Context: an optimization exercise on an open-source flow, tuned for small area and a short achievable clock period. The choices shown serve that exercise and are no tape-out recipe.
Function was checked by simulation only, so behaviour that the tests miss may differ from the original.

## cedar
Design dec79_codec, start of the top module:
module dec79_codec (
    input  wire        clk,
    input  wire        rst,             
    input  wire        enc_in_valid,
    input  wire [63:0] enc_in_data,
    output wire        enc_out_valid,
    output wire [78:0] enc_out_word,
    input  wire        dec_in_valid,
    input  wire [78:0] dec_in_word,
    output wire        dec_out_valid,
    output wire [78:0] dec_out_word,
    output wire [1:0]  dec_out_nfix,
    output wire        dec_out_uncorr
);
Size in the first run: about 1,800 cells after synthesis, about 410 flip-flops.
==> flow/config.mk <==
export PLATFORM = sky130hd
export DESIGN_NAME = dec79_codec
export DESIGN_NICKNAME = dec79_codec
export VERILOG_FILES = /design/flow/design.v
export SDC_FILE = /design/flow/constraint.sdc
export NUM_CORES = 4
export LEC_CHECK = 0
export CAP_MARGIN = 20
export CORE_MARGIN = 2
export CORE_UTILIZATION = 60
export CTS_CLUSTER_DIAMETER = 120
export CTS_CLUSTER_SIZE = 24
export PLACE_DENSITY = 0.75
export SETUP_SLACK_MARGIN = 0.4
export SLEW_MARGIN = 20
==> flow/constraint.sdc <==
create_clock -name core_clock -period 22.0 [get_ports {clk}]
set_input_delay 4.4000 -clock core_clock [delete_from_list [all_inputs] [get_ports {clk}]]
set_output_delay 4.4000 -clock core_clock [all_outputs]
set_load 0.01 [all_outputs]
standard.sh (not shown) runs the stock make flow with config.mk's settings and CLKGATE_MAP_FILE= SYNTH_SCRIPT=/design/flow/synth_recipe.tcl, a recipe that flattens the netlist after the stock synthesis.
==> flow/flow/run.sh <==
#!/bin/bash
MARGIN=${MARGIN:-16.5}
export BUFFER_PORTS_ARGS="-buffer_cell sky130_fd_sc_hd__buf_1"
sed -e "s/SETUP_SLACK_MARGIN=[-0-9.]*/SETUP_SLACK_MARGIN=$MARGIN/" standard.sh > standard_margin.sh
bash standard_margin.sh > standard.log 2>&1
Inputs modified between cedar and maple:
Settings: a deleted CTS_CLUSTER_DIAMETER that had been 120; a change of PLACE_DENSITY from 0.75 to 0.6; a deleted CTS_CLUSTER_SIZE that had been 24; a change of CORE_UTILIZATION from 60 to 40.
### Flow results
In maple the cell area turned out 1700 sq um higher than in cedar.
Core area delta for maple relative to cedar: 16,000 sq um higher
[compare] base=cedar new=maple: die area climbed 49%.
Modified inputs, indigo compared to maple
-- flow/flow/run.sh --
<<< maple, line 1
#!/bin/bash
MARGIN=${MARGIN:-16.5}
export BUFFER_PORTS_ARGS="-buffer_cell sky130_fd_sc_hd__buf_1"
>>> indigo, line 1
#!/bin/bash
MARGIN=${MARGIN:-17.0}
export BUFFER_PORTS_ARGS="-buffer_cell sky130_fd_sc_hd__buf_1"
### Flow results
The worst hold slack on maple is in line with that on indigo. indigo against maple: number of placement rows level; multi-input logic portion of the cell area went down by 1.1 points; clock skew level; register area moved up. Delta (indigo minus maple): number of non-clock buffers picked up an extra about 3%; overall fraction of global-route tracks in use moved up; synthesis-to-finish area growth grew by 7.1 points; worst setup slack level. Cell area ended up about 6% higher on indigo than on maple.
diff inputs: indigo => nickel
Settings: CTS_CLUSTER_DIAMETER: unset -> 150; PLACE_DENSITY: 0.6 -> 0.75; CTS_CLUSTER_SIZE: unset -> 30; CORE_UTILIZATION: 40 -> 60.
-- flow/flow/run.sh --
<<< indigo, line 1
#!/bin/bash
MARGIN=${MARGIN:-17.0}
export BUFFER_PORTS_ARGS="-buffer_cell sky130_fd_sc_hd__buf_1"
>>> nickel, line 1
#!/bin/bash
MARGIN=${MARGIN:-16.5}
export BUFFER_PORTS_ARGS="-buffer_cell sky130_fd_sc_hd__buf_1"
--- outcome ---
- When the final numbers for nickel and indigo were put side by side, the initial core utilization turned out to be greater in nickel.
- Looking only at non-clock buffer count, and setting everything else aside, the higher value of nickel and indigo goes to indigo.
- indigo ended up with wout_r2[64] as its launch point of the worst path; nickel ended up with wout_r2[65].
- Number of instances resized during post-cts repair: nickel lower than indigo
- On nickel: reg-to-reg setup timing slack is 470 ps lower than what indigo gave.
- Compared with indigo, nickel has extra setup slack.
- Compared with indigo, placement density in the core of nickel is higher.
- [diff] area of the core, nickel relative to indigo: improvement

-- separate check: timing with driven ports --
How much do the figures lean on ideal ports? The routed layouts below were timed once more, with nothing changed but the port constraints. Step 1 (the two cells are an assumption about what drives the block):
set clk [get_ports {clk}]
set_driving_cell -lib_cell sky130_fd_sc_hd__clkbuf_16 $clk
set_driving_cell -lib_cell sky130_fd_sc_hd__buf_2 [delete_from_list [all_inputs] $clk]
Step 2 moves the port delays by t, midway between the first and last clock arrival at a register: inputs arrive t later, outputs are due t later. That takes back most of the time a late clock gives input paths. a / b / c = no drivers / after step 1 / after step 2; a / b = the first two.
run | shift t [ns] | setup WS [ns] | worst setup path after step 2 | latest minus earliest clock arrival (ns) | worst register clock-pin slew, ns
cedar | 0.574 | 16.520 / 16.471 / 16.662 | register to register | 0.043 / 0.043 | 0.10 / 0.10
maple | 0.623 | 16.494 / 16.440 / 16.719 | register to register | 0.069 / 0.069 | 0.07 / 0.07
indigo | 0.625 | 16.491 / 16.437 / 17.062 | register to output | 0.068 / 0.068 | 0.07 / 0.07
nickel | 0.569 | 16.516 / 16.467 / 16.673 | register to register | 0.028 / 0.027 | 0.12 / 0.12
After both steps setup and hold are still met in every run listed.
